Source: an optimization exercise on an open RTL-to-GDS flow (aim: small area and a short achievable clock period). Production flows keep margins and buffers that such runs may drop.
No functional check of the RTL was part of any run shown here.

### design/flow/run.sh
#!/bin/bash
# synth_recipe.tcl (not shown) runs the flow's synth.tcl, then flattens the netlist and writes it again
# the make line also repeats each setting of config.mk as NAME=value (left out here)
make -C /OpenROAD-flow-scripts/flow DESIGN_CONFIG=/design/flow/config.mk WORK_HOME=/design/flow/orfs CLKGATE_MAP_FILE= SYNTH_SCRIPT=/design/flow/synth_recipe.tcl finish
### design/flow/config.mk
export PLATFORM = sky130hd
export DESIGN_NAME = chk_unit
export DESIGN_NICKNAME = chk_unit
export VERILOG_FILES = /design/flow/design.v
export SDC_FILE = /design/flow/constraint.sdc
export NUM_CORES = 4
export LEC_CHECK = 0
export CAP_MARGIN = 20
export CORE_MARGIN = 2
export CORE_UTILIZATION = 40
export SETUP_SLACK_MARGIN = 2
export SLEW_MARGIN = 20
### design/flow/constraint.sdc
create_clock -name core_clock -period 25.0 [get_ports {clk}]
set_input_delay 5.0000 -clock core_clock [delete_from_list [all_inputs] [get_ports {clk}]]
set_output_delay 5.0000 -clock core_clock [all_outputs]
set_load 0.01 [all_outputs]
### design/flow/design.v
module chk_unit (
    input  wire        clk,
    input  wire        rst,           
    input  wire        wr_cfg,        
    input  wire        wr_init,       
    input  wire        wr_value,      
    input  wire [31:0] wdata,
    input  wire        s_valid,
    input  wire [63:0] s_data,        
    input  wire [2:0]  s_nbm1,        
    input  wire        s_last,        
    input  wire        s_check,       
    output wire [1:0]  code,
    output wire [31:0] value,
    output wire [31:0] result,
    output wire        residue_ok,
    output wire [15:0] fail_cnt,
    output wire [15:0] refused_cnt
);
    function [31:0] width_mask(input [1:0] c);
        case (c)
            2'd0, 2'd1: width_mask = 32'hFFFF_FFFF;
            2'd2:       width_mask = 32'h0000_FFFF;
            default:    width_mask = 32'h0000_00FF;
        endcase
    endfunction
    function [31:0] init_value(input [1:0] c);
        case (c)
            2'd0, 2'd1: init_value = 32'hFFFF_FFFF;
            2'd2:       init_value = 32'h0000_FFFF;
            default:    init_value = 32'h0000_0000;
        endcase
    endfunction
    function [31:0] final_xor(input [1:0] c);
        case (c)
            2'd0, 2'd1: final_xor = 32'hFFFF_FFFF;
            2'd2:       final_xor = 32'h0000_FFFF;
            default:    final_xor = 32'h0000_0000;
        endcase
    endfunction
    function [31:0] residue(input [1:0] c);
        case (c)
            2'd0:    residue = 32'hDEBB_20E3;
            2'd1:    residue = 32'hB798_B438;
            2'd2:    residue = 32'h0000_F0B8;
            default: residue = 32'h0000_0000;
        endcase
    endfunction
    reg [1:0]  code_q;
    reg [31:0] value_q;
    reg [15:0] fail_q;
    reg [15:0] refused_q;
    reg        chk_q;         
    wire [63:0] z    = s_data ^ {32'd0, value_q};
    wire [63:0] y    = z << {~s_nbm1, 3'b000};
    wire [23:0] y_hi = value_q[31:8] >> {s_nbm1[1:0], 3'b000};
    wire [31:0] y_tail = (s_nbm1[2] || s_nbm1 == 3'd3) ? 32'd0 : {8'd0, y_hi};
    wire t64 = y[11] ^ y[55];
    wire t65 = y[12] ^ y[13];
    wire t66 = y[9] ^ y[38];
    wire t67 = y[10] ^ y[39];
    wire t68 = y[3] ^ y[8];
    wire t69 = y[4] ^ y[32];
    wire t70 = y[15] ^ y[37];
    wire t71 = y[5] ^ y[34];
    wire t72 = y[6] ^ y[35];
    wire t73 = y[7] ^ y[36];
    wire t74 = y[47] ^ y[54];
    wire t75 = y[2] ^ y[40];
    wire t76 = y[0] ^ y[57];
    wire t77 = y[14] ^ y[43];
    wire t78 = y[16] ^ y[63];
    wire t79 = y[21] ^ y[41];
    wire t80 = y[31] ^ y[53];
    wire t81 = y[42] ^ y[58];
    wire t82 = y[18] ^ y[33];
    wire t83 = y[1] ^ y[45];
    wire t84 = y[22] ^ y[52];
    wire t85 = y[23] ^ y[30];
    wire t86 = y[24] ^ y[44];
    wire t87 = y[25] ^ y[62];
    wire t88 = y[26] ^ y[46];
    wire t89 = y[28] ^ y[50];
    wire t90 = y[20] ^ y[49];
    wire t91 = y[51] ^ y[59];
    wire t92 = y[56] ^ y[60];
    wire t93 = y[17] ^ y[29];
    wire t94 = y[19] ^ y[48];
    wire t95 = y[27] ^ t69;
    wire t96 = y[61] ^ t65;
    wire t97 = y[12] ^ t64;
    wire t98 = t66 ^ t72;
    wire t99 = t68 ^ t70;
    wire t100 = t71 ^ t75;
    wire t101 = y[14] ^ t67;
    wire t102 = t74 ^ t78;
    wire t103 = y[1] ^ y[37];
    wire t104 = y[4] ^ t73;
    wire t105 = t79 ^ t83;
    wire t106 = y[11] ^ y[50];
    wire t107 = y[16] ^ y[36];
    wire t108 = y[31] ^ y[61];
    wire t109 = y[13] ^ t86;
    wire t110 = y[38] ^ t76;
    wire t111 = y[48] ^ t93;
    wire t112 = y[52] ^ t77;
    wire t113 = t80 ^ t84;
    wire t114 = y[17] ^ y[33];
    wire t115 = y[22] ^ y[39];
    wire t116 = y[23] ^ y[29];
    wire t117 = y[34] ^ y[59];
    wire t118 = y[35] ^ y[49];
    wire t119 = y[7] ^ t85;
    wire t120 = y[21] ^ t81;
    wire t121 = y[45] ^ t87;
    wire t122 = y[56] ^ t82;
    wire t123 = t65 ^ t92;
    wire t124 = y[62] ^ t96;
    wire t125 = y[3] ^ y[18];
    wire t126 = y[10] ^ y[57];
    wire t127 = y[25] ^ y[32];
    wire t128 = y[27] ^ y[58];
    wire t129 = y[41] ^ y[44];
    wire t130 = y[2] ^ t76;
    wire t131 = y[5] ^ t88;
    wire t132 = y[15] ^ t75;
    wire t133 = y[30] ^ t91;
    wire t134 = y[42] ^ t72;
    wire t135 = y[43] ^ t84;
    wire t136 = t64 ^ t68;
    wire t137 = t67 ^ t89;
    wire t138 = t73 ^ t90;
    wire t139 = y[8] ^ t97;
    wire t140 = t66 ^ t95;
    wire t141 = y[19] ^ y[26];
    wire t142 = y[20] ^ y[40];
    wire t143 = y[34] ^ y[54];
    wire t144 = y[0] ^ t74;
    wire t145 = y[28] ^ t70;
    wire t146 = y[32] ^ t107;
    wire t147 = y[51] ^ t81;
    wire t148 = t64 ^ t80;
    wire t149 = t71 ^ t82;
    wire t150 = y[5] ^ y[60];
    wire t151 = y[9] ^ y[53];
    wire t152 = y[17] ^ y[35];
    wire t153 = y[18] ^ y[63];
    wire t154 = y[22] ^ y[46];
    wire t155 = y[24] ^ y[54];
    wire t156 = y[40] ^ y[42];
    wire t157 = y[41] ^ y[49];
    wire t158 = y[6] ^ t78;
    wire t159 = y[15] ^ t94;
    wire t160 = y[38] ^ t77;
    wire t161 = y[46] ^ t79;
    wire t162 = y[47] ^ t78;
    wire t163 = t91 ^ t114;
    wire t164 = t90 ^ t100;
    wire t165 = y[0] ^ y[31];
    wire t166 = y[1] ^ y[3];
    wire t167 = y[6] ^ y[8];
    wire t168 = y[7] ^ y[24];
    wire t169 = y[10] ^ y[30];
    wire t170 = y[11] ^ y[12];
    wire t171 = y[11] ^ y[36];
    wire t172 = y[14] ^ y[55];
    wire t173 = y[19] ^ y[56];
    wire t174 = y[24] ^ y[33];
    wire t175 = y[27] ^ y[29];
    wire t176 = y[28] ^ y[47];
    wire t177 = y[32] ^ y[53];
    wire t178 = y[39] ^ y[55];
    wire t179 = y[60] ^ y[61];
    wire t180 = y[2] ^ t88;
    wire t181 = y[13] ^ t67;
    wire t182 = y[26] ^ t86;
    wire t183 = y[27] ^ t66;
    wire t184 = y[51] ^ t127;
    wire t185 = y[58] ^ t94;
    wire t186 = t68 ^ t103;
    wire t187 = t71 ^ t89;
    wire t188 = t81 ^ t92;
    wire t189 = t85 ^ t93;
    wire t190 = y[52] ^ t101;
    wire t191 = t77 ^ t104;
    wire t192 = t88 ^ t148;
    wire t193 = t91 ^ t102;
    wire t194 = t98 ^ t99;
    wire t195 = t109 ^ t118;
    wire t196 = t121 ^ t128;
    wire t197 = y[1] ^ y[23];
    wire t198 = y[4] ^ y[34];
    wire t199 = y[6] ^ y[57];
    wire t200 = y[8] ^ y[62];
    wire t201 = y[16] ^ y[61];
    wire t202 = y[20] ^ y[41];
    wire t203 = y[25] ^ y[41];
    wire t204 = y[40] ^ y[54];
    wire t205 = y[43] ^ y[59];
    wire t206 = y[48] ^ y[54];
    wire t207 = y[0] ^ t83;
    wire t208 = y[1] ^ t82;
    wire t209 = y[6] ^ t83;
    wire t210 = y[7] ^ t108;
    wire t211 = y[9] ^ t69;
    wire t212 = y[15] ^ t106;
    wire t213 = y[16] ^ t68;
    wire t214 = y[19] ^ t84;
    wire t215 = y[19] ^ t115;
    wire t216 = y[30] ^ t157;
    wire t217 = y[36] ^ t88;
    wire t218 = y[37] ^ t177;
    wire t219 = y[55] ^ t126;
    wire t220 = y[56] ^ t94;
    wire t221 = y[57] ^ t87;
    wire t222 = y[62] ^ t169;
    wire t223 = y[63] ^ t79;
    wire t224 = t81 ^ t89;
    wire t225 = t87 ^ t116;
    wire t226 = t125 ^ t142;
    wire t227 = y[11] ^ t119;
    wire t228 = y[13] ^ t147;
    wire t229 = y[18] ^ t99;
    wire t230 = y[31] ^ t163;
    wire t231 = y[44] ^ t112;
    wire t232 = y[47] ^ t136;
    wire t233 = y[53] ^ t105;
    wire t234 = y[60] ^ t132;
    wire t235 = y[63] ^ t95;
    wire t236 = t67 ^ t104;
    wire t237 = t69 ^ t110;
    wire t238 = t71 ^ t134;
    wire t239 = t74 ^ t133;
    wire t240 = t77 ^ t130;
    wire t241 = t95 ^ t98;
    wire t242 = t101 ^ t116;
    wire t243 = t110 ^ t161;
    wire t244 = t113 ^ t131;
    wire t245 = t117 ^ t135;
    wire t246 = t122 ^ t145;
    wire t247 = t158 ^ t159;
    wire t248 = t74 ^ t139;
    wire t249 = t85 ^ t140;
    wire t250 = y[3] ^ y[46];
    wire t251 = y[7] ^ y[12];
    wire t252 = y[8] ^ y[25];
    wire t253 = y[9] ^ y[46];
    wire t254 = y[10] ^ y[33];
    wire t255 = y[14] ^ y[39];
    wire t256 = y[17] ^ y[58];
    wire t257 = y[18] ^ y[29];
    wire t258 = y[24] ^ y[26];
    wire t259 = y[26] ^ y[40];
    wire t260 = y[28] ^ y[52];
    wire t261 = y[30] ^ y[51];
    wire t262 = y[33] ^ y[49];
    wire t263 = y[34] ^ y[62];
    wire t264 = y[35] ^ y[39];
    wire t265 = y[35] ^ y[42];
    wire t266 = y[38] ^ y[59];
    wire t267 = y[42] ^ y[51];
    wire t268 = y[44] ^ y[47];
    wire t269 = y[44] ^ y[61];
    wire t270 = y[52] ^ y[55];
    wire t271 = y[57] ^ y[59];
    wire t272 = y[0] ^ t80;
    wire t273 = y[4] ^ t92;
    wire t274 = y[5] ^ t70;
    wire t275 = y[14] ^ t90;
    wire t276 = y[16] ^ t81;
    wire t277 = y[20] ^ t129;
    wire t278 = y[20] ^ t165;
    wire t279 = y[21] ^ t156;
    wire t280 = y[22] ^ t151;
    wire t281 = y[23] ^ t67;
    wire t282 = y[23] ^ t93;
    wire t283 = y[29] ^ t66;
    wire t284 = y[30] ^ t143;
    wire t285 = y[31] ^ t66;
    wire t286 = y[32] ^ t80;
    wire t287 = y[33] ^ t141;
    wire t288 = y[36] ^ t90;
    wire t289 = y[37] ^ t76;
    wire t290 = y[38] ^ t64;
    wire t291 = y[41] ^ t167;
    wire t292 = y[43] ^ t94;
    wire t293 = y[44] ^ t171;
    wire t294 = y[45] ^ t73;
    wire t295 = y[45] ^ t179;
    wire t296 = y[48] ^ t198;
    wire t297 = y[50] ^ t85;
    wire t298 = y[50] ^ t152;
    wire t299 = y[50] ^ t172;
    wire t300 = y[59] ^ t94;
    wire t301 = y[60] ^ t78;
    wire t302 = t64 ^ t91;
    wire t303 = t64 ^ t107;
    wire t304 = t65 ^ t72;
    wire t305 = t65 ^ t89;
    wire t306 = t65 ^ t174;
    wire t307 = t65 ^ t200;
    wire t308 = t69 ^ t75;
    wire t309 = t70 ^ t178;
    wire t310 = t72 ^ t103;
    wire t311 = t73 ^ t89;
    wire t312 = t73 ^ t92;
    wire t313 = t76 ^ t83;
    wire t314 = t76 ^ t93;
    wire t315 = t82 ^ t92;
    wire t316 = t85 ^ t178;
    wire t317 = t87 ^ t108;
    wire t318 = t103 ^ t168;
    wire t319 = t103 ^ t202;
    wire t320 = t106 ^ t154;
    wire t321 = t117 ^ t125;
    wire t322 = y[0] ^ t98;
    wire t323 = y[4] ^ t120;
    wire t324 = y[5] ^ t212;
    wire t325 = y[10] ^ t121;
    wire t326 = y[16] ^ t113;
    wire t327 = y[18] ^ t138;
    wire t328 = y[21] ^ t186;
    wire t329 = y[26] ^ t111;
    wire t330 = y[27] ^ t180;
    wire t331 = y[35] ^ t102;
    wire t332 = y[38] ^ t132;
    wire t333 = y[42] ^ t113;
    wire t334 = y[48] ^ t100;
    wire t335 = y[49] ^ t131;
    wire t336 = y[51] ^ t149;
    wire t337 = y[53] ^ t188;
    wire t338 = y[55] ^ t96;
    wire t339 = y[58] ^ t105;
    wire t340 = y[63] ^ t123;
    wire t341 = t79 ^ t96;
    wire t342 = t79 ^ t97;
    wire t343 = t80 ^ t183;
    wire t344 = t83 ^ t119;
    wire t345 = t86 ^ t208;
    wire t346 = t89 ^ t162;
    wire t347 = t96 ^ t151;
    wire t348 = t97 ^ t203;
    wire t349 = t100 ^ t137;
    wire t350 = t102 ^ t111;
    wire t351 = t102 ^ t184;
    wire t352 = t104 ^ t105;
    wire t353 = t105 ^ t138;
    wire t354 = t108 ^ t121;
    wire t355 = t110 ^ t257;
    wire t356 = t111 ^ t153;
    wire t357 = t112 ^ t122;
    wire t358 = t112 ^ t123;
    wire t359 = t120 ^ t266;
    wire t360 = t123 ^ t146;
    wire t361 = t129 ^ t159;
    wire t362 = t133 ^ t155;
    wire t363 = t135 ^ t149;
    wire t364 = t144 ^ t160;
    wire t365 = t175 ^ t293;
    wire t366 = t185 ^ t225;
    wire t367 = t222 ^ t270;
    wire t368 = y[17] ^ t237;
    wire t369 = t70 ^ t164;
    wire t370 = t80 ^ t195;
    wire t371 = t87 ^ t192;
    wire t372 = t88 ^ t124;
    wire t373 = t90 ^ t124;
    wire t374 = t120 ^ t193;
    wire t375 = t124 ^ t130;
    wire t376 = t128 ^ t243;
    wire t377 = t139 ^ t182;
    wire t378 = t139 ^ t231;
    wire t379 = t140 ^ t152;
    wire t380 = t146 ^ t196;
    wire t381 = t166 ^ t190;
    wire t382 = t191 ^ t228;
    wire t383 = t194 ^ t308;
    wire t384 = t230 ^ t318;
    wire t385 = t236 ^ t279;
    wire t386 = t240 ^ t323;
    wire t387 = t297 ^ t352;
    wire t388 = t86 ^ t249;
    wire t389 = t173 ^ t248;
    wire t390 = t114 ^ t142;
    wire t391 = t185 ^ t284;
    wire t392 = t303 ^ t390;
    wire t393 = t241 ^ t391;
    wire t394 = t392 ^ t381;
    wire t395 = t393 ^ t394;
    wire t396 = y[59] ^ t152;
    wire t397 = t272 ^ t396;
    wire t398 = t164 ^ t236;
    wire t399 = t246 ^ t342;
    wire t400 = t397 ^ t398;
    wire t401 = t399 ^ t400;
    wire t402 = y[19] ^ y[22];
    wire t403 = t79 ^ t106;
    wire t404 = t204 ^ t402;
    wire t405 = t186 ^ t403;
    wire t406 = t404 ^ t238;
    wire t407 = t355 ^ t360;
    wire t408 = t405 ^ t406;
    wire t409 = t407 ^ t408;
    wire t410 = t85 ^ t114;
    wire t411 = t98 ^ t130;
    wire t412 = t147 ^ t215;
    wire t413 = t319 ^ t410;
    wire t414 = t191 ^ t338;
    wire t415 = t411 ^ t412;
    wire t416 = t413 ^ t414;
    wire t417 = t415 ^ t416;
    wire t418 = y[56] ^ y[62];
    wire t419 = t67 ^ t73;
    wire t420 = t197 ^ t418;
    wire t421 = t100 ^ t109;
    wire t422 = t112 ^ t278;
    wire t423 = t419 ^ t420;
    wire t424 = t229 ^ t359;
    wire t425 = t421 ^ t422;
    wire t426 = t423 ^ t424;
    wire t427 = t425 ^ t426;
    wire t428 = y[11] ^ y[25];
    wire t429 = t77 ^ t86;
    wire t430 = t271 ^ t428;
    wire t431 = t215 ^ t301;
    wire t432 = t429 ^ t430;
    wire t433 = t233 ^ t431;
    wire t434 = t432 ^ t383;
    wire t435 = t433 ^ t434;
    wire t436 = y[14] ^ t84;
    wire t437 = t127 ^ t179;
    wire t438 = t97 ^ t436;
    wire t439 = t437 ^ t238;
    wire t440 = t330 ^ t344;
    wire t441 = t361 ^ t438;
    wire t442 = t439 ^ t440;
    wire t443 = t441 ^ t442;
    wire t444 = y[15] ^ y[23];
    wire t445 = y[43] ^ y[45];
    wire t446 = y[56] ^ t174;
    wire t447 = t176 ^ t444;
    wire t448 = t445 ^ t134;
    wire t449 = t138 ^ t213;
    wire t450 = t272 ^ t446;
    wire t451 = t447 ^ t124;
    wire t452 = t330 ^ t448;
    wire t453 = t449 ^ t450;
    wire t454 = t451 ^ t452;
    wire t455 = t453 ^ t454;
    wire t456 = y[34] ^ t77;
    wire t457 = t253 ^ t95;
    wire t458 = t109 ^ t221;
    wire t459 = t311 ^ t456;
    wire t460 = t328 ^ t350;
    wire t461 = t457 ^ t458;
    wire t462 = t459 ^ t460;
    wire t463 = t461 ^ t462;
    wire t464 = y[28] ^ y[39];
    wire t465 = t84 ^ t141;
    wire t466 = t464 ^ t209;
    wire t467 = t465 ^ t164;
    wire t468 = t229 ^ t351;
    wire t469 = t365 ^ t466;
    wire t470 = t467 ^ t468;
    wire t471 = t469 ^ t470;
    wire t472 = t143 ^ t170;
    wire t473 = t180 ^ t218;
    wire t474 = t311 ^ t472;
    wire t475 = t242 ^ t339;
    wire t476 = t473 ^ t474;
    wire t477 = t475 ^ t476;
    wire t478 = t75 ^ t154;
    wire t479 = t175 ^ t265;
    wire t480 = t99 ^ t290;
    wire t481 = t306 ^ t478;
    wire t482 = t479 ^ t239;
    wire t483 = t480 ^ t481;
    wire t484 = t482 ^ t483;
    wire t485 = y[3] ^ t107;
    wire t486 = t176 ^ t203;
    wire t487 = t285 ^ t296;
    wire t488 = t316 ^ t485;
    wire t489 = t486 ^ t358;
    wire t490 = t487 ^ t488;
    wire t491 = t489 ^ t490;
    wire t492 = y[56] ^ y[57];
    wire t493 = y[61] ^ t69;
    wire t494 = t156 ^ t492;
    wire t495 = t101 ^ t274;
    wire t496 = t493 ^ t494;
    wire t497 = t329 ^ t495;
    wire t498 = t496 ^ t370;
    wire t499 = t497 ^ t498;
    wire t500 = t82 ^ t199;
    wire t501 = t204 ^ t160;
    wire t502 = t216 ^ t500;
    wire t503 = t324 ^ t501;
    wire t504 = t502 ^ t380;
    wire t505 = t503 ^ t504;
    wire t506 = y[19] ^ y[34];
    wire t507 = t88 ^ t129;
    wire t508 = t251 ^ t506;
    wire t509 = t158 ^ t224;
    wire t510 = t309 ^ t507;
    wire t511 = t508 ^ t230;
    wire t512 = t509 ^ t510;
    wire t513 = t511 ^ t512;
    wire t514 = y[9] ^ y[29];
    wire t515 = t82 ^ t94;
    wire t516 = t514 ^ t136;
    wire t517 = t181 ^ t188;
    wire t518 = t209 ^ t515;
    wire t519 = t191 ^ t239;
    wire t520 = t516 ^ t517;
    wire t521 = t518 ^ t519;
    wire t522 = t520 ^ t521;
    wire t523 = t76 ^ t169;
    wire t524 = t253 ^ t210;
    wire t525 = t273 ^ t300;
    wire t526 = t523 ^ t524;
    wire t527 = t525 ^ t369;
    wire t528 = t378 ^ t526;
    wire t529 = t527 ^ t528;
    wire t530 = t92 ^ t126;
    wire t531 = t268 ^ t98;
    wire t532 = t213 ^ t286;
    wire t533 = t530 ^ t324;
    wire t534 = t339 ^ t531;
    wire t535 = t532 ^ t373;
    wire t536 = t533 ^ t534;
    wire t537 = t535 ^ t536;
    wire t538 = t206 ^ t101;
    wire t539 = t120 ^ t158;
    wire t540 = t163 ^ t211;
    wire t541 = t294 ^ t320;
    wire t542 = t538 ^ t539;
    wire t543 = t540 ^ t541;
    wire t544 = t375 ^ t542;
    wire t545 = t543 ^ t544;
    wire t546 = y[46] ^ t70;
    wire t547 = t85 ^ t115;
    wire t548 = t150 ^ t292;
    wire t549 = t307 ^ t546;
    wire t550 = t547 ^ t193;
    wire t551 = t241 ^ t327;
    wire t552 = t548 ^ t549;
    wire t553 = t550 ^ t551;
    wire t554 = t552 ^ t553;
    wire t555 = y[58] ^ y[60];
    wire t556 = t108 ^ t555;
    wire t557 = t144 ^ t187;
    wire t558 = t556 ^ t195;
    wire t559 = t227 ^ t235;
    wire t560 = t328 ^ t557;
    wire t561 = t558 ^ t559;
    wire t562 = t560 ^ t561;
    wire t563 = y[20] ^ t93;
    wire t564 = t108 ^ t170;
    wire t565 = t213 ^ t214;
    wire t566 = t563 ^ t564;
    wire t567 = t196 ^ t349;
    wire t568 = t362 ^ t565;
    wire t569 = t566 ^ t567;
    wire t570 = t568 ^ t569;
    wire t571 = y[0] ^ y[60];
    wire t572 = t91 ^ t260;
    wire t573 = t571 ^ t189;
    wire t574 = t211 ^ t223;
    wire t575 = t226 ^ t304;
    wire t576 = t572 ^ t573;
    wire t577 = t574 ^ t575;
    wire t578 = t371 ^ t576;
    wire t579 = t577 ^ t578;
    wire t580 = t71 ^ t115;
    wire t581 = t168 ^ t98;
    wire t582 = t148 ^ t162;
    wire t583 = t188 ^ t226;
    wire t584 = t580 ^ t329;
    wire t585 = t341 ^ t581;
    wire t586 = t582 ^ t583;
    wire t587 = t584 ^ t585;
    wire t588 = t586 ^ t587;
    wire t589 = y[7] ^ t66;
    wire t590 = t90 ^ t197;
    wire t591 = t122 ^ t136;
    wire t592 = t221 ^ t276;
    wire t593 = t589 ^ t590;
    wire t594 = t245 ^ t341;
    wire t595 = t591 ^ t592;
    wire t596 = t593 ^ t594;
    wire t597 = t595 ^ t596;
    wire t598 = t86 ^ t117;
    wire t599 = t141 ^ t200;
    wire t600 = t280 ^ t281;
    wire t601 = t298 ^ t598;
    wire t602 = t599 ^ t340;
    wire t603 = t600 ^ t601;
    wire t604 = t386 ^ t602;
    wire t605 = t603 ^ t604;
    wire t606 = y[25] ^ t91;
    wire t607 = t109 ^ t295;
    wire t608 = t316 ^ t606;
    wire t609 = t247 ^ t363;
    wire t610 = t607 ^ t608;
    wire t611 = t368 ^ t609;
    wire t612 = t610 ^ t611;
    wire t613 = y[61] ^ t125;
    wire t614 = t206 ^ t148;
    wire t615 = t312 ^ t613;
    wire t616 = t325 ^ t335;
    wire t617 = t614 ^ t615;
    wire t618 = t616 ^ t617;
    wire t619 = t388 ^ t618;
    wire t620 = y[37] ^ t174;
    wire t621 = t199 ^ t137;
    wire t622 = t620 ^ t235;
    wire t623 = t335 ^ t354;
    wire t624 = t621 ^ t622;
    wire t625 = t623 ^ t389;
    wire t626 = t624 ^ t625;
    wire t627 = t87 ^ t173;
    wire t628 = t261 ^ t104;
    wire t629 = t131 ^ t305;
    wire t630 = t314 ^ t627;
    wire t631 = t331 ^ t628;
    wire t632 = t629 ^ t630;
    wire t633 = t381 ^ t631;
    wire t634 = t632 ^ t633;
    wire t635 = t141 ^ t99;
    wire t636 = t130 ^ t181;
    wire t637 = t283 ^ t286;
    wire t638 = t331 ^ t336;
    wire t639 = t635 ^ t636;
    wire t640 = t637 ^ t638;
    wire t641 = t639 ^ t640;
    wire t642 = y[2] ^ y[37];
    wire t643 = t92 ^ t93;
    wire t644 = t176 ^ t642;
    wire t645 = t181 ^ t300;
    wire t646 = t303 ^ t643;
    wire t647 = t644 ^ t363;
    wire t648 = t645 ^ t646;
    wire t649 = t376 ^ t647;
    wire t650 = t648 ^ t649;
    wire t651 = y[40] ^ t94;
    wire t652 = t115 ^ t170;
    wire t653 = t176 ^ t269;
    wire t654 = t110 ^ t189;
    wire t655 = t275 ^ t310;
    wire t656 = t321 ^ t651;
    wire t657 = t652 ^ t653;
    wire t658 = t337 ^ t654;
    wire t659 = t655 ^ t656;
    wire t660 = t657 ^ t658;
    wire t661 = t659 ^ t660;
    wire t662 = y[31] ^ t155;
    wire t663 = t205 ^ t264;
    wire t664 = t185 ^ t662;
    wire t665 = t663 ^ t234;
    wire t666 = t355 ^ t664;
    wire t667 = t373 ^ t387;
    wire t668 = t665 ^ t666;
    wire t669 = t667 ^ t668;
    wire t670 = y[32] ^ t75;
    wire t671 = t78 ^ t81;
    wire t672 = t150 ^ t109;
    wire t673 = t133 ^ t161;
    wire t674 = t186 ^ t215;
    wire t675 = t288 ^ t299;
    wire t676 = t317 ^ t670;
    wire t677 = t671 ^ t672;
    wire t678 = t673 ^ t674;
    wire t679 = t675 ^ t676;
    wire t680 = t677 ^ t678;
    wire t681 = t679 ^ t680;
    wire t682 = y[9] ^ y[57];
    wire t683 = t64 ^ t682;
    wire t684 = t95 ^ t187;
    wire t685 = t217 ^ t226;
    wire t686 = t683 ^ t228;
    wire t687 = t242 ^ t247;
    wire t688 = t354 ^ t684;
    wire t689 = t685 ^ t686;
    wire t690 = t687 ^ t688;
    wire t691 = t689 ^ t690;
    wire t692 = y[48] ^ t115;
    wire t693 = t153 ^ t172;
    wire t694 = t258 ^ t261;
    wire t695 = t263 ^ t138;
    wire t696 = t304 ^ t692;
    wire t697 = t693 ^ t694;
    wire t698 = t234 ^ t237;
    wire t699 = t695 ^ t696;
    wire t700 = t697 ^ t698;
    wire t701 = t699 ^ t700;
    wire t702 = y[25] ^ t89;
    wire t703 = t117 ^ t118;
    wire t704 = t126 ^ t154;
    wire t705 = t197 ^ t160;
    wire t706 = t210 ^ t702;
    wire t707 = t703 ^ t704;
    wire t708 = t232 ^ t234;
    wire t709 = t356 ^ t705;
    wire t710 = t706 ^ t707;
    wire t711 = t708 ^ t709;
    wire t712 = t710 ^ t711;
    wire t713 = y[21] ^ t118;
    wire t714 = t99 ^ t135;
    wire t715 = t163 ^ t187;
    wire t716 = t219 ^ t713;
    wire t717 = t714 ^ t715;
    wire t718 = t716 ^ t372;
    wire t719 = t717 ^ t388;
    wire t720 = t718 ^ t719;
    wire t721 = t171 ^ t109;
    wire t722 = t113 ^ t273;
    wire t723 = t196 ^ t242;
    wire t724 = t322 ^ t336;
    wire t725 = t346 ^ t721;
    wire t726 = t722 ^ t723;
    wire t727 = t724 ^ t725;
    wire t728 = t726 ^ t727;
    wire t729 = y[22] ^ t72;
    wire t730 = t128 ^ t258;
    wire t731 = t119 ^ t132;
    wire t732 = t160 ^ t315;
    wire t733 = t729 ^ t730;
    wire t734 = t233 ^ t338;
    wire t735 = t351 ^ t731;
    wire t736 = t732 ^ t733;
    wire t737 = t734 ^ t735;
    wire t738 = t736 ^ t737;
    wire t739 = y[10] ^ y[11];
    wire t740 = t150 ^ t739;
    wire t741 = t120 ^ t182;
    wire t742 = t210 ^ t225;
    wire t743 = t740 ^ t229;
    wire t744 = t364 ^ t741;
    wire t745 = t742 ^ t743;
    wire t746 = t744 ^ t745;
    wire t747 = y[30] ^ y[61];
    wire t748 = t87 ^ t115;
    wire t749 = t205 ^ t747;
    wire t750 = t207 ^ t748;
    wire t751 = t749 ^ t140;
    wire t752 = t247 ^ t750;
    wire t753 = t377 ^ t751;
    wire t754 = t752 ^ t753;
    wire t755 = t153 ^ t259;
    wire t756 = t268 ^ t97;
    wire t757 = t285 ^ t289;
    wire t758 = t755 ^ t245;
    wire t759 = t353 ^ t366;
    wire t760 = t756 ^ t757;
    wire t761 = t758 ^ t759;
    wire t762 = t760 ^ t761;
    wire t763 = y[43] ^ y[52];
    wire t764 = t177 ^ t265;
    wire t765 = t763 ^ t149;
    wire t766 = t189 ^ t288;
    wire t767 = t313 ^ t764;
    wire t768 = t346 ^ t765;
    wire t769 = t766 ^ t767;
    wire t770 = t377 ^ t768;
    wire t771 = t769 ^ t770;
    wire t772 = t86 ^ t150;
    wire t773 = t98 ^ t137;
    wire t774 = t313 ^ t772;
    wire t775 = t239 ^ t326;
    wire t776 = t348 ^ t773;
    wire t777 = t774 ^ t775;
    wire t778 = t776 ^ t777;
    wire t779 = y[52] ^ y[54];
    wire t780 = t75 ^ t127;
    wire t781 = t779 ^ t96;
    wire t782 = t111 ^ t147;
    wire t783 = t209 ^ t281;
    wire t784 = t312 ^ t780;
    wire t785 = t192 ^ t781;
    wire t786 = t782 ^ t783;
    wire t787 = t784 ^ t785;
    wire t788 = t786 ^ t787;
    wire t789 = y[27] ^ t74;
    wire t790 = t75 ^ t168;
    wire t791 = t271 ^ t136;
    wire t792 = t216 ^ t218;
    wire t793 = t789 ^ t790;
    wire t794 = t357 ^ t791;
    wire t795 = t792 ^ t793;
    wire t796 = t372 ^ t794;
    wire t797 = t795 ^ t796;
    wire t798 = y[33] ^ t68;
    wire t799 = t74 ^ t172;
    wire t800 = t198 ^ t221;
    wire t801 = t224 ^ t798;
    wire t802 = t799 ^ t340;
    wire t803 = t343 ^ t361;
    wire t804 = t800 ^ t801;
    wire t805 = t802 ^ t803;
    wire t806 = t804 ^ t805;
    wire t807 = t70 ^ t82;
    wire t808 = t171 ^ t267;
    wire t809 = t144 ^ t180;
    wire t810 = t214 ^ t223;
    wire t811 = t275 ^ t295;
    wire t812 = t807 ^ t808;
    wire t813 = t809 ^ t810;
    wire t814 = t811 ^ t812;
    wire t815 = t379 ^ t813;
    wire t816 = t814 ^ t815;
    wire t817 = y[59] ^ t166;
    wire t818 = t202 ^ t212;
    wire t819 = t282 ^ t817;
    wire t820 = t337 ^ t818;
    wire t821 = t819 ^ t375;
    wire t822 = t820 ^ t821;
    wire t823 = y[1] ^ t125;
    wire t824 = t301 ^ t823;
    wire t825 = t124 ^ t362;
    wire t826 = t824 ^ t386;
    wire t827 = t825 ^ t826;
    wire t828 = t166 ^ t101;
    wire t829 = t162 ^ t296;
    wire t830 = t317 ^ t243;
    wire t831 = t246 ^ t365;
    wire t832 = t828 ^ t829;
    wire t833 = t830 ^ t831;
    wire t834 = t832 ^ t833;
    wire t835 = y[15] ^ t82;
    wire t836 = t118 ^ t156;
    wire t837 = t205 ^ t105;
    wire t838 = t123 ^ t217;
    wire t839 = t835 ^ t836;
    wire t840 = t235 ^ t367;
    wire t841 = t837 ^ t838;
    wire t842 = t839 ^ t840;
    wire t843 = t841 ^ t842;
    wire t844 = y[50] ^ y[55];
    wire t845 = t80 ^ t269;
    wire t846 = t844 ^ t845;
    wire t847 = t190 ^ t356;
    wire t848 = t359 ^ t846;
    wire t849 = t847 ^ t848;
    wire t850 = y[13] ^ y[45];
    wire t851 = y[51] ^ y[53];
    wire t852 = t74 ^ t262;
    wire t853 = t850 ^ t851;
    wire t854 = t100 ^ t111;
    wire t855 = t145 ^ t146;
    wire t856 = t852 ^ t853;
    wire t857 = t367 ^ t854;
    wire t858 = t855 ^ t856;
    wire t859 = t376 ^ t857;
    wire t860 = t858 ^ t859;
    wire t861 = t117 ^ t250;
    wire t862 = t255 ^ t113;
    wire t863 = t122 ^ t216;
    wire t864 = t224 ^ t290;
    wire t865 = t310 ^ t861;
    wire t866 = t350 ^ t862;
    wire t867 = t863 ^ t864;
    wire t868 = t865 ^ t866;
    wire t869 = t867 ^ t868;
    wire t870 = t118 ^ t204;
    wire t871 = t254 ^ t95;
    wire t872 = t147 ^ t161;
    wire t873 = t274 ^ t305;
    wire t874 = t870 ^ t227;
    wire t875 = t326 ^ t871;
    wire t876 = t872 ^ t873;
    wire t877 = t874 ^ t875;
    wire t878 = t876 ^ t877;
    wire t879 = t146 ^ t187;
    wire t880 = t282 ^ t291;
    wire t881 = t302 ^ t306;
    wire t882 = t333 ^ t364;
    wire t883 = t879 ^ t880;
    wire t884 = t881 ^ t882;
    wire t885 = t883 ^ t884;
    wire t886 = t143 ^ t151;
    wire t887 = t111 ^ t119;
    wire t888 = t134 ^ t184;
    wire t889 = t309 ^ t886;
    wire t890 = t345 ^ t358;
    wire t891 = t887 ^ t888;
    wire t892 = t889 ^ t890;
    wire t893 = t891 ^ t892;
    wire t894 = t141 ^ t201;
    wire t895 = t252 ^ t219;
    wire t896 = t284 ^ t294;
    wire t897 = t894 ^ t332;
    wire t898 = t357 ^ t895;
    wire t899 = t896 ^ t370;
    wire t900 = t897 ^ t898;
    wire t901 = t899 ^ t900;
    wire t902 = y[9] ^ t76;
    wire t903 = t143 ^ t173;
    wire t904 = t255 ^ t99;
    wire t905 = t277 ^ t298;
    wire t906 = t902 ^ t903;
    wire t907 = t192 ^ t904;
    wire t908 = t905 ^ t906;
    wire t909 = t380 ^ t907;
    wire t910 = t908 ^ t909;
    wire t911 = y[12] ^ t83;
    wire t912 = t142 ^ t217;
    wire t913 = t219 ^ t911;
    wire t914 = t246 ^ t912;
    wire t915 = t913 ^ t374;
    wire t916 = t379 ^ t914;
    wire t917 = t915 ^ t916;
    wire t918 = y[44] ^ t70;
    wire t919 = t167 ^ t207;
    wire t920 = t283 ^ t918;
    wire t921 = t333 ^ t360;
    wire t922 = t919 ^ t920;
    wire t923 = t921 ^ t922;
    wire t924 = y[46] ^ y[54];
    wire t925 = t66 ^ t114;
    wire t926 = t201 ^ t924;
    wire t927 = t181 ^ t218;
    wire t928 = t925 ^ t926;
    wire t929 = t240 ^ t344;
    wire t930 = t927 ^ t928;
    wire t931 = t929 ^ t930;
    wire t932 = y[31] ^ y[46];
    wire t933 = t256 ^ t263;
    wire t934 = t932 ^ t101;
    wire t935 = t136 ^ t144;
    wire t936 = t933 ^ t332;
    wire t937 = t345 ^ t934;
    wire t938 = t935 ^ t936;
    wire t939 = t937 ^ t938;
    wire t940 = t264 ^ t132;
    wire t941 = t162 ^ t207;
    wire t942 = t211 ^ t220;
    wire t943 = t321 ^ t348;
    wire t944 = t940 ^ t941;
    wire t945 = t942 ^ t943;
    wire t946 = t944 ^ t945;
    wire t947 = y[45] ^ t90;
    wire t948 = t94 ^ t129;
    wire t949 = t254 ^ t314;
    wire t950 = t947 ^ t948;
    wire t951 = t244 ^ t949;
    wire t952 = t950 ^ t383;
    wire t953 = t951 ^ t952;
    wire t954 = y[6] ^ t67;
    wire t955 = t106 ^ t250;
    wire t956 = t138 ^ t144;
    wire t957 = t149 ^ t276;
    wire t958 = t954 ^ t955;
    wire t959 = t233 ^ t956;
    wire t960 = t957 ^ t958;
    wire t961 = t249 ^ t959;
    wire t962 = t960 ^ t961;
    wire t963 = y[4] ^ y[21];
    wire t964 = t154 ^ t963;
    wire t965 = t134 ^ t292;
    wire t966 = t964 ^ t349;
    wire t967 = t965 ^ t248;
    wire t968 = t384 ^ t966;
    wire t969 = t967 ^ t968;
    wire t970 = t116 ^ t129;
    wire t971 = t123 ^ t135;
    wire t972 = t184 ^ t970;
    wire t973 = t232 ^ t322;
    wire t974 = t327 ^ t334;
    wire t975 = t971 ^ t972;
    wire t976 = t973 ^ t974;
    wire t977 = t975 ^ t976;
    wire t978 = t68 ^ t262;
    wire t979 = t134 ^ t182;
    wire t980 = t220 ^ t289;
    wire t981 = t978 ^ t190;
    wire t982 = t347 ^ t979;
    wire t983 = t980 ^ t387;
    wire t984 = t981 ^ t982;
    wire t985 = t983 ^ t984;
    wire t986 = y[8] ^ t83;
    wire t987 = t87 ^ t126;
    wire t988 = t155 ^ t320;
    wire t989 = t986 ^ t987;
    wire t990 = t343 ^ t988;
    wire t991 = t989 ^ t369;
    wire t992 = t382 ^ t990;
    wire t993 = t991 ^ t992;
    wire t994 = y[2] ^ y[23];
    wire t995 = y[58] ^ t127;
    wire t996 = t994 ^ t131;
    wire t997 = t137 ^ t995;
    wire t998 = t193 ^ t194;
    wire t999 = t231 ^ t342;
    wire t1000 = t996 ^ t997;
    wire t1001 = t998 ^ t999;
    wire t1002 = t1000 ^ t1001;
    wire t1003 = y[48] ^ t67;
    wire t1004 = t259 ^ t95;
    wire t1005 = t1003 ^ t232;
    wire t1006 = t1004 ^ t384;
    wire t1007 = t1005 ^ t1006;
    wire t1008 = t157 ^ t170;
    wire t1009 = t252 ^ t260;
    wire t1010 = t315 ^ t1008;
    wire t1011 = t1009 ^ t140;
    wire t1012 = t334 ^ t1010;
    wire t1013 = t1011 ^ t1012;
    wire t1014 = y[3] ^ y[29];
    wire t1015 = y[57] ^ t157;
    wire t1016 = t1014 ^ t137;
    wire t1017 = t287 ^ t1015;
    wire t1018 = t238 ^ t347;
    wire t1019 = t1016 ^ t1017;
    wire t1020 = t1018 ^ t1019;
    wire t1021 = t72 ^ t106;
    wire t1022 = t142 ^ t143;
    wire t1023 = t175 ^ t222;
    wire t1024 = t1021 ^ t1022;
    wire t1025 = t1023 ^ t1024;
    wire t1026 = t382 ^ t1025;
    wire t1027 = y[5] ^ y[35];
    wire t1028 = t73 ^ t165;
    wire t1029 = t1027 ^ t133;
    wire t1030 = t145 ^ t223;
    wire t1031 = t1028 ^ t1029;
    wire t1032 = t1030 ^ t378;
    wire t1033 = t1031 ^ t1032;
    wire t1034 = y[26] ^ y[45];
    wire t1035 = t165 ^ t1034;
    wire t1036 = t102 ^ t112;
    wire t1037 = t183 ^ t220;
    wire t1038 = t307 ^ t1035;
    wire t1039 = t1036 ^ t1037;
    wire t1040 = t1038 ^ t385;
    wire t1041 = t1039 ^ t1040;
    wire t1042 = y[62] ^ t86;
    wire t1043 = t156 ^ t145;
    wire t1044 = t1042 ^ t244;
    wire t1045 = t353 ^ t1043;
    wire t1046 = t368 ^ t1044;
    wire t1047 = t1045 ^ t389;
    wire t1048 = t1046 ^ t1047;
    wire t1049 = y[2] ^ t69;
    wire t1050 = t73 ^ t126;
    wire t1051 = t167 ^ t122;
    wire t1052 = t299 ^ t319;
    wire t1053 = t1049 ^ t1050;
    wire t1054 = t244 ^ t366;
    wire t1055 = t1051 ^ t1052;
    wire t1056 = t1053 ^ t1054;
    wire t1057 = t1055 ^ t1056;
    wire t1058 = y[53] ^ t199;
    wire t1059 = t99 ^ t183;
    wire t1060 = t287 ^ t1058;
    wire t1061 = t164 ^ t227;
    wire t1062 = t1059 ^ t1060;
    wire t1063 = t374 ^ t1061;
    wire t1064 = t1062 ^ t1063;
    wire t1065 = y[55] ^ y[60];
    wire t1066 = t68 ^ t79;
    wire t1067 = t206 ^ t251;
    wire t1068 = t256 ^ t1065;
    wire t1069 = t137 ^ t278;
    wire t1070 = t1066 ^ t1067;
    wire t1071 = t1068 ^ t241;
    wire t1072 = t245 ^ t1069;
    wire t1073 = t1070 ^ t1071;
    wire t1074 = t1072 ^ t1073;
    wire t1075 = y[28] ^ t116;
    wire t1076 = t150 ^ t201;
    wire t1077 = t208 ^ t280;
    wire t1078 = t302 ^ t1075;
    wire t1079 = t1076 ^ t195;
    wire t1080 = t1077 ^ t1078;
    wire t1081 = t385 ^ t1079;
    wire t1082 = t1080 ^ t1081;
    wire t1083 = y[12] ^ y[36];
    wire t1084 = y[37] ^ t77;
    wire t1085 = t106 ^ t155;
    wire t1086 = t179 ^ t1083;
    wire t1087 = t100 ^ t189;
    wire t1088 = t214 ^ t291;
    wire t1089 = t1084 ^ t1085;
    wire t1090 = t1086 ^ t325;
    wire t1091 = t1087 ^ t1088;
    wire t1092 = t1089 ^ t1090;
    wire t1093 = t1091 ^ t1092;
    wire t1094 = t153 ^ t267;
    wire t1095 = t96 ^ t119;
    wire t1096 = t277 ^ t1094;
    wire t1097 = t194 ^ t1095;
    wire t1098 = t1096 ^ t371;
    wire t1099 = t1097 ^ t1098;
    wire [31:0] w0 = {t641, t634, t626, t619, t612, t605, t597, t588, t579, t570, t562, t554, t545, t537, t529, t522, t513, t505, t499, t491, t484, t477, t471, t463, t455, t443, t435, t427, t417, t409, t401, t395};
    wire [31:0] w1 = {t917, t910, t901, t893, t885, t878, t869, t860, t849, t843, t834, t827, t822, t816, t806, t797, t788, t778, t771, t762, t754, t746, t738, t728, t720, t712, t701, t691, t681, t669, t661, t650};
    wire [15:0] w2 = {t1033, t1026, t1020, t1013, t1007, t1002, t993, t985, t977, t969, t962, t953, t946, t939, t931, t923};
    wire [7:0] w3 = {t1099, t1093, t1082, t1074, t1064, t1057, t1048, t1041};
    reg [31:0] crc;
    always @* begin
        case (code_q)
            2'd0:    crc = w0;
            2'd1:    crc = w1;
            2'd2:    crc = {16'd0, w2};
            default: crc = {24'd0, w3};
        endcase
    end
    wire [31:0] beat_value = crc ^ y_tail;
    reg [1:0]  ctl_code;
    reg [31:0] ctl_value;
    always @* begin
        ctl_code  = code_q;
        ctl_value = value_q;
        if (wr_cfg) begin
            ctl_code  = wdata[1:0];
            ctl_value = value_q & width_mask(wdata[1:0]);
        end
        if (wr_init)
            ctl_value = init_value(ctl_code);
        if (wr_value)
            ctl_value = wdata & width_mask(ctl_code);
    end
    wire [1:0]  n_writes = {1'b0, wr_cfg} + {1'b0, wr_init} + {1'b0, wr_value};
    wire [16:0] ref_sum  = {1'b0, refused_q} + {15'd0, n_writes};
    wire        rok_hi   = code_q[1] |
                           (value_q[31:16] == (code_q[0] ? 16'hB798 : 16'hDEBB));
    wire [31:0] res      = residue(code_q);
    wire        rok_mid  = (code_q == 2'd3) | (value_q[15:8] == res[15:8]);
    wire        rok      = rok_hi & rok_mid & (value_q[7:0] == res[7:0]);
    wire [15:0] fail_now = (chk_q && !rok && fail_q != 16'hFFFF) ? fail_q + 16'd1 : fail_q;
    always @(posedge clk) begin
        if (rst) begin
            code_q    <= 2'd1;
            value_q   <= 32'd0;
            fail_q    <= 16'd0;
            refused_q <= 16'd0;
            chk_q     <= 1'b0;
        end else begin
            fail_q <= fail_now;
            chk_q  <= s_valid & s_last & s_check;
            if (s_valid) begin
                value_q   <= beat_value;
                refused_q <= ref_sum[16] ? 16'hFFFF : ref_sum[15:0];
            end else begin
                code_q  <= ctl_code;
                value_q <= ctl_value;
            end
        end
    end
    assign code        = code_q;
    assign value       = value_q;
    assign result      = {~(value_q[31:16] | {16{code_q[1]}}),
                          ~(value_q[15:8] | {8{code_q == 2'd3}}),
                          value_q[7:0] ^ {8{code_q != 2'd3}}};
    assign residue_ok  = rok;
    assign fail_cnt    = fail_now;
    assign refused_cnt = refused_q;
endmodule
==> reports/metrics.yaml, run 1 <==
floorplan:
  core_um2: 47450
  die_h_um: 222.6
  die-area_um2: 49530
  ios: 206
  start_util: 0.4027
  rows: 80
  die_w_um: 222.6
yosys:
  yosysWarnings: 1
  avgSynthCellArea_um2: 8.424
  synth_adder_area_share: 0.007990
  ys_types: 102
  yosysMostFrequentCell: "xnor2_1"
  synth_edf_count: 0
  ys_top_cells_by_count: "648 x xnor2_1, 248 x xor2_1, 193 x nor2_1"
  synthArstFlopShare: 0
  netlist_instances: 2268
  syn_nets: 2386
  synthXorXnorAreaFrac: 0.5269
  synth_mux_area_frac: 0.08638
  synth_top_family_by_area: "XOR/XNOR gates"
  synth.yosys.seq_area_share: 0.07020
  synth.cell_area_um2: 19110
  synth_top_area_share: 0.2971
  yosys-top-cells-area: "xnor2_1 30%, xor2_1 11%, xnor3_1 9.0%"
  synth_top_area_cell: "xnor2_1"
  synthFlopType: "dfxtp_1"
  synth_compound_area_frac: 0.1438
  synthSimpleGateAreaFrac: 0.1274
  ys_ff_latch: 67
timing:
  post-route-period-util: 0.4381
  fin_crit_ns: 10.95
  setup_violations: 0
  rsz0062_at_grt: "no"
  tightest_slew_ns: 1.246
  hold_ws_ns: 0.5753
  finClkSkew_ns: 0.008300
  drv_slew: 0
  max-slew-margin-rel: 0.1659
  hold_viol: 0
  fin_tns_setup_ns: 0
  fmax_mhz: 91.29
final_layout:
  finish.utilization: 0.4722
  final_cells: 3060
  drive_gt1_frac: 0.1027
  nets: 2558
  area_growth_pct: 17.26
  antennaDiodeCount: 0
worst_hold_path:
  worstHoldStart: "refused_q[15]"
  whs_endpoint: "refused_q[15]"
  whs_path_depth: 2
  hp-class: "register to register"
clock_tree:
  cts_tree: "done"
  root_buffer: "clkbuf_16"
  ctsResizeCount: 0
  cts_buffer_depth: 2
  postCtsHoldBufs: 0
  clk_pin_slew_ns: 0.06
  post_cts_buffers: 0
  clock_sinks: 67
  insertion_delay_ns: 0.35
  htreeDepth: 3
  cts_buffers: 9
setup_path:
  r2r-start: "value_q[25]"
  worstSetupEndpointType: "register"
  crit_type: "primary input to register"
  ff2ff_setup_slack_ns: 18.90
  rr_endpoint: "value_q[12]"
  critPathRequiredTime_ns: 25.26
  startpoint_type: "primary input"
  cp_max_fo: 57
  r2r_cells: 13
  worstPathArrival_ns: 11.21
placement:
  port_buffers: 205
  globalplace.congestion: 1.162
  place_inst: 3044
  hpwlAfterDp_um: 94600
global_route:
  grt_pass1_vias: 18720
  grt-ovfl-total: 0
  antenna_found_initial: 2
  grt_use_total: 0.4657
  grt_first_pass_wirelength_um: 159000
  grt_max_degree: 71
route:
  drc: 0
  viasPerCell: 6.620
  vias: 20260
  finalWirelength_um: 118200
  drtIter0Drc: 3690
  wl_per_cell_um: 38.63
  ant_nets: 0
  dr.pass1.iters: 7
flow_run:
  max_cap_viol_count: 0
outcome:
  status: "timing/DRC/antenna clean"
==> how the worst max path moves through the flow <==
stage | start | end | slack, ns | cells past startpoint
finish | s_nbm1[0] | value_q[8] | 14.05 | 15
global route | s_nbm1[0] | value_q[8] | 14.00 | 15
CTS | s_nbm1[0] | value_q[8] | 14.40 | 15
detailed placement | s_nbm1[0] | value_q[8] | 14.05 | 15
global placement | s_nbm1[0] | value_q[12] | 13.10 | 15
floorplan | s_nbm1[0] | value_q[11] | 16.32 | 14
==> stage by stage <==
stage | instance area [um^2] | worst slack (ns)
after global placement | 22010 | 13.10
final | 22400 | 14.05
after floorplan | 19110 | 16.32
after CTS | 22380 | 14.40
after detailed placement | 22080 | 14.05
after global routing | 22400 | 14.00
==> final cells by class <==
cell class,instances,area [um^2]
Fill cell,4685,25040
Clock inverter,7,76.32
Timing Repair Buffer,300,2759
Tap cell,615,769.5
Clock buffer,9,225.2
Multi-Input combinational cell,2043,17160
Sequential cell,67,1341
Inverter,19,71.32
==> logic make-up after synthesis <==
kind of cell,count (synthesis)
compound gates,378
xor+xnor,999
fa+ha+maj,11
buf+inv,158
flops,67
mux,126
simple gates,529
==> layer usage <==
metal	wire length (um)	up-vias	track usage
li1	-	8132	-
met1	43690	9822	0.5855
met2	47940	1809	0.6800
met3	15200	489	0.1358
met4	11150	6	0.3247
met5	218	-	0.03030
==> cells in the final DEF (no fill, tap or decap), types with 17 or more instances in the layout <==
| master | Yosys | layout |
|---|---|---|
| mux2_2 | 20 | 20 |
| dfxtp_1 | 67 | 67 |
| nand3_1 | 25 | 25 |
| mux4_2 | 25 | 25 |
| nor3_1 | 31 | 31 |
| mux2i_1 | 72 | 70 |
| nor2_1 | 193 | 193 |
| buf_4 | 8 | 93 |
| o22ai_1 | 44 | 44 |
| nor2b_1 | 23 | 23 |
| a21oi_1 | 117 | 114 |
| inv_1 | 17 | 17 |
| a22oi_1 | 20 | 19 |
| o21ai_0 | 33 | 33 |
| xnor3_1 | 76 | 76 |
| xnor2_1 | 648 | 644 |
| a221oi_1 | 18 | 18 |
| clkdlybuf4s50_1 | 0 | 201 |
| xor2_1 | 248 | 247 |
| nand2_1 | 153 | 153 |
==> worst max-delay path, stage by stage <==
cell and delay, ns:
buf_4 0.29, buf_4 0.66, nor2b_1 0.71, a222oi_1 0.27
buf_4 0.26, xnor2_1 0.13, a21oi_1 0.93, xor2_1 0.38
xnor2_1 0.58, xnor2_1 0.16, xnor2_1 0.20, xnor2_1 0.14
a222oi_1 0.95, nand3_1 0.18, a311oi_1 0.27
==> state kept, by name, indices dropped and copies added, names as in the netlist <==
name / count
chk_q: 1
code_q: 2
fail_q: 16
refused_q: 16
value_q: 32
==> run 2: changes to the inputs <==
--- a/design/flow/config.mk
+++ b/design/flow/config.mk
@@ -7,6 +7,6 @@
 export LEC_CHECK = 0
 export CAP_MARGIN = 20
 export CORE_MARGIN = 2
-export CORE_UTILIZATION = 40
+export CORE_UTILIZATION = 70
 export SETUP_SLACK_MARGIN = 2
 export SLEW_MARGIN = 20
==> run 2 against run 1 <==
Synthesized cell count did not move. Synthesized area did not move. The flow now stops in global routing.
==> reports/metrics.yaml, run 2 <==
clock_tree:
  root_buffer: "clkbuf_16"
  cts_buffer_depth: 2
  htreeDepth: 3
  clock_sinks: 67
  cts_buffers: 9
  ctsResizeCount: 0
  postCtsHoldBufs: 0
  post_cts_buffers: 0
yosys:
  yosysWarnings: 1
  synth.cell_area_um2: 19110
  avgSynthCellArea_um2: 8.424
  yosysMostFrequentCell: "xnor2_1"
  synth_edf_count: 0
  ys_top_cells_by_count: "648 x xnor2_1, 248 x xor2_1, 193 x nor2_1"
  synth_top_area_cell: "xnor2_1"
  yosys-top-cells-area: "xnor2_1 30%, xor2_1 11%, xnor3_1 9.0%"
  ys_ff_latch: 67
  synth.yosys.seq_area_share: 0.07020
  syn_nets: 2386
  synth_top_area_share: 0.2971
  synthArstFlopShare: 0
  netlist_instances: 2268
  ys_types: 102
  synthFlopType: "dfxtp_1"
floorplan:
  die_h_um: 169.2
  rows: 60
  die_w_um: 169.2
  start_util: 0.7109
  ios: 206
global_route:
  grt_use_total: 0.7499
  grt-ovfl-total: 10
  grt_max_degree: 97
  grt_pass1_vias: 21180
  grt_first_pass_wirelength_um: 153300
outcome:
  stop_error: "[ERROR GRT-0116] Global routing finished with congestion. Check the congestion regions in the DRC Viewer."
  status: "did not finish"
  failing_step: "global routing"
placement:
  dp_slack_ns: 14.28
  globalplace.congestion: 1.426
  hpwlAfterDp_um: 73940
  port_buffers: 205
==> run 2: metrics by stage <==
step	instance area (um^2)	hold slack (ns)	std cells	util
floorplan	19110	0.5516	2268	-
global placement	21280	0.5330	2721	0.7917
detailed placement	21280	0.5400	2721	0.7917
CTS	21590	0.5580	2737	0.8032
==> run 2: per-layer routing <==
| layer | GRT overflow | GRT usage |
|---|---|---|
| met1 | 0 | 0.7628 |
| met2 | 5 | 0.8816 |
| met3 | 0 | 0.6677 |
| met4 | 5 | 0.6358 |
| met5 | 0 | 0.4522 |
==> run 2: worst min-delay path by stage <==
| stage | from | endpoint | slack [ns] | cells past startpoint |
|---|---|---|---|---|
| after floorplan | refused_q[12] | refused_q[12] | 0.55 | 3 |
| after global placement | refused_q[12] | refused_q[12] | 0.53 | 3 |
| after detailed placement | refused_q[12] | refused_q[12] | 0.54 | 3 |
| after CTS | refused_q[12] | refused_q[12] | 0.56 | 3 |
==> run 2: cells by family after synthesis <==
kind of cell               synth area share
buffers and inverters               0.03733
and+or+nand+nor                      0.1274
AOI/OAI and AO/OA                    0.1438
DFF                                 0.07020
xor gates and xnor gates             0.5269
adders and majority gates          0.007990
muxes                               0.08638
==> run 3: changes to the inputs <==
==> design/flow/flow/run.sh (new file) <==
#!/bin/bash
# Standard layout, with the three-input XOR cells kept out of synthesis and
# optimisation (two XOR2 are smaller than one XOR3 in this library).
set -euo pipefail
cat >> config.mk <<'EOC'
export DONT_USE_CELLS = sky130_fd_sc_hd__xor3_1 sky130_fd_sc_hd__xor3_2 sky130_fd_sc_hd__xor3_4 sky130_fd_sc_hd__xnor3_1 sky130_fd_sc_hd__xnor3_2 sky130_fd_sc_hd__xnor3_4
EOC
bash standard.sh finish > standard.log 2>&1
==> design/flow/standard.sh (new file) <==
#!/bin/bash
# synth_recipe.tcl (not shown) runs the flow's synth.tcl, then flattens the netlist and writes it again
# the make line also repeats each setting of config.mk as NAME=value (left out here)
make -C /OpenROAD-flow-scripts/flow DESIGN_CONFIG=/design/flow/config.mk WORK_HOME=/design/flow/orfs CLKGATE_MAP_FILE= SYNTH_SCRIPT=/design/flow/synth_recipe.tcl "${@:-finish}"
--- a/design/flow/config.mk
+++ b/design/flow/config.mk
@@ -7,6 +7,7 @@
 export LEC_CHECK = 0
 export CAP_MARGIN = 20
 export CORE_MARGIN = 2
-export CORE_UTILIZATION = 70
+export CORE_UTILIZATION = 40
 export SETUP_SLACK_MARGIN = 2
 export SLEW_MARGIN = 20
+export DONT_USE_CELLS = sky130_fd_sc_hd__xor3_1 sky130_fd_sc_hd__xor3_2 sky130_fd_sc_hd__xor3_4 sky130_fd_sc_hd__xnor3_1 sky130_fd_sc_hd__xnor3_2 sky130_fd_sc_hd__xnor3_4
removed: design/flow/run.sh
==> run 3 against run 2 <==
Now clean on timing, DRC and antenna. Synthesized area shrank 0.36%. Synthesized cell count grew 3.4%.
==> reports/metrics.yaml, run 3 <==
worst_hold_path:
  hp-class: "register to register"
clock_tree:
  cts_buffers: 9
  post_cts_buffers: 0
  ctsResizeCount: 0
  postCtsHoldBufs: 0
  cts_tree: "done"
  cts_buffer_depth: 2
  insertion_delay_ns: 0.35
  clk_pin_slew_ns: 0.07
  htreeDepth: 3
  root_buffer: "clkbuf_16"
  clock_sinks: 67
setup_path:
  ff2ff_setup_slack_ns: 19.22
  startpoint_type: "primary input"
  crit_type: "primary input to register"
  cp_max_fo: 70
  worstSetupEndpointType: "register"
  critPathRequiredTime_ns: 25.26
  worstPathArrival_ns: 11.04
timing:
  post-route-period-util: 0.4310
  setup_violations: 0
  fin_tns_setup_ns: 0
  rsz0062_at_grt: "no"
  max-slew-margin-rel: 0.1731
  tightest_slew_ns: 1.206
  hold_viol: 0
  drv_slew: 0
  fmax_mhz: 92.81
  fin_crit_ns: 10.77
  finClkSkew_ns: 0.01345
  hold_ws_ns: 0.5578
yosys:
  synthArstFlopShare: 0
  synth_edf_count: 0
  synth.cell_area_um2: 19040
  ys_types: 112
  yosysWarnings: 1
  netlist_instances: 2344
  yosys-top-cells-area: "xnor2_1 35%, xor2_1 12%, dfxtp_1 7.0%"
  ys_top_cells_by_count: "769 x xnor2_1, 254 x xor2_1, 183 x nor2_1"
  syn_nets: 2462
  yosysMostFrequentCell: "xnor2_1"
  avgSynthCellArea_um2: 8.122
  ys_ff_latch: 67
  synthFlopType: "dfxtp_1"
  synth.yosys.seq_area_share: 0.07046
  synth_top_area_share: 0.3538
  synth_top_area_cell: "xnor2_1"
route:
  ant_nets: 0
  viasPerCell: 6.442
  wl_met1_um: 41940
  drtIter0Drc: 3652
  drc: 0
  routed-wl-met2_um: 46110
  dr.pass1.iters: 8
  vias: 19930
  route.met3.wl_um: 14190
  top_layer_used: "met4"
  wl_per_cell_um: 35.68
  finalWirelength_um: 110400
floorplan:
  die-area_um2: 49350
  die_h_um: 222.2
  start_util: 0.4072
  rows: 79
  core_um2: 46750
  die_w_um: 222.2
  ios: 206
final_layout:
  nets: 2597
  layout_common_cells: "769 x xnor2_1, 254 x xor2_1, 201 x clkdlybuf4s50_1"
  final_cells: 3093
  drive_gt1_frac: 0.09662
  top_register: "value_q"
  largest_reg_flops: 32
  layout_commonest_cell: "xnor2_1"
  top_regs: "value_q x32, fail_q x16, refused_q x16"
  area_growth_pct: 15.10
outcome:
  status: "timing/DRC/antenna clean"
placement:
  globalplace.congestion: 1.168
  hpwlAfterDp_um: 89780
  port_buffers: 205
  place_inst: 3075
global_route:
  grt_first_pass_wirelength_um: 150000
  grt_pass1_vias: 18470
  grt_use_total: 0.4317
  antenna_found_initial: 4
  grt_max_degree: 74
  grt-ovfl-total: 0
flow_run:
  max_cap_viol_count: 0
-- run 3: changes by cell type after synthesis, moves of 7 or more --
cell	previous run	this run
xnor2_1	648	769
xnor3_1	76	0
nand2_1	153	174
clkbuf_1	57	46
nor2_1	193	183
buf_2	53	61
xnor2_2	12	20
xor2_2	7	15
a21oi_1	117	110
buf_6	3	10
-- run 3: cells by family after synthesis --
family	after synthesis	share of synthesized area
buf+inv	161	0.04246
simple gates	543	0.1316
fa+ha+maj	11	0.008019
mux	122	0.08557
flops	67	0.07046
xor+xnor	1068	0.5150
compound gates	372	0.1468
-- run 3: layout make-up --
cell class              instances  area [um^2]
diodes                          2        5.005
flip-flops and latches         67         1341
inverters                      18        70.07
clock inverters                 5        85.08
clock buffers                  11        242.7
fillers                      4639        24840
multi-input cells            2116        16900
well taps                     607        759.5
repair buffers                267         2514
-- run 3: path summary, 6_finish.rpt --
path | from | endpoint | cells past startpoint
setup / recovery | s_nbm1[1] | value_q[8] | 14
hold / removal | refused_q[12] | refused_q[12] | 3
setup reg to reg | value_q[7] | value_q[8] | 12
hold reg to reg | refused_q[12] | refused_q[12] | 3
-- run 3: per-stage QoR --
step / area, um^2 / utilization / setup WS, ns
after floorplan: 19040 / - / 16.47
after global placement: 21560 / 0.4612 / 14.07
after detailed placement: 21580 / 0.4616 / 14.08
after CTS: 21910 / 0.4686 / 14.43
after global routing: 21910 / 0.4686 / 14.10
final: 21910 / 0.4687 / 14.23
-- run 3: worst max-delay path, stage by stage --
cell	delay (ns)
buf_2	0.08
buf_4	0.63
nand2_1	0.83
nor2_1	0.57
o21ai_1	0.27
o21ai_2	1.05
xnor2_1	0.21
xnor2_1	0.30
xor2_1	0.52
xnor2_1	0.18
xnor2_1	0.51
a222oi_1	0.20
or3_1	0.36
a311oi_2	0.26
-- run 3: per-layer routing --
layer  GRT usage  up-vias
li1            -     8164
met1      0.5585     9618
met2      0.6523     1743
met3      0.1002      401
met4      0.2565        0
met5           0        -

[re-timing with driven ports]
No port has a modelled driver above. Below, the same layouts with a new extraction and two added sets of constraints.
Step 1: set_driving_cell puts a clkbuf_16 on clk and a buf_2 on each other input, an assumption about the parent block.
Step 2 adds t to the input delays and takes it off the output delays; t is the mean of the earliest and latest rising clock arrival at the registers after step 1. Input paths then give back, and output paths get back, about the clock's delay inside the block.
Slacks: ideal / step 1 / step 2; pairs: ideal / step 1.
| run | t, ns | setup slack, ns | hold slack, ns | worst slew at a driven data input, ns |
|---|---|---|---|---|
| run 1 | 0.391 | 14.046 / 14.069 / 13.678 | 0.575 / 0.575 / 0.575 | 0.07 |
| run 3 | 0.385 | 14.226 / 14.242 / 13.857 | 0.558 / 0.558 / 0.558 | 0.07 |
After both steps every run listed still meets setup and hold. The setup slack of run 3, which loses most, moves by +0.016 ns with the drivers and by -0.369 ns with both steps.
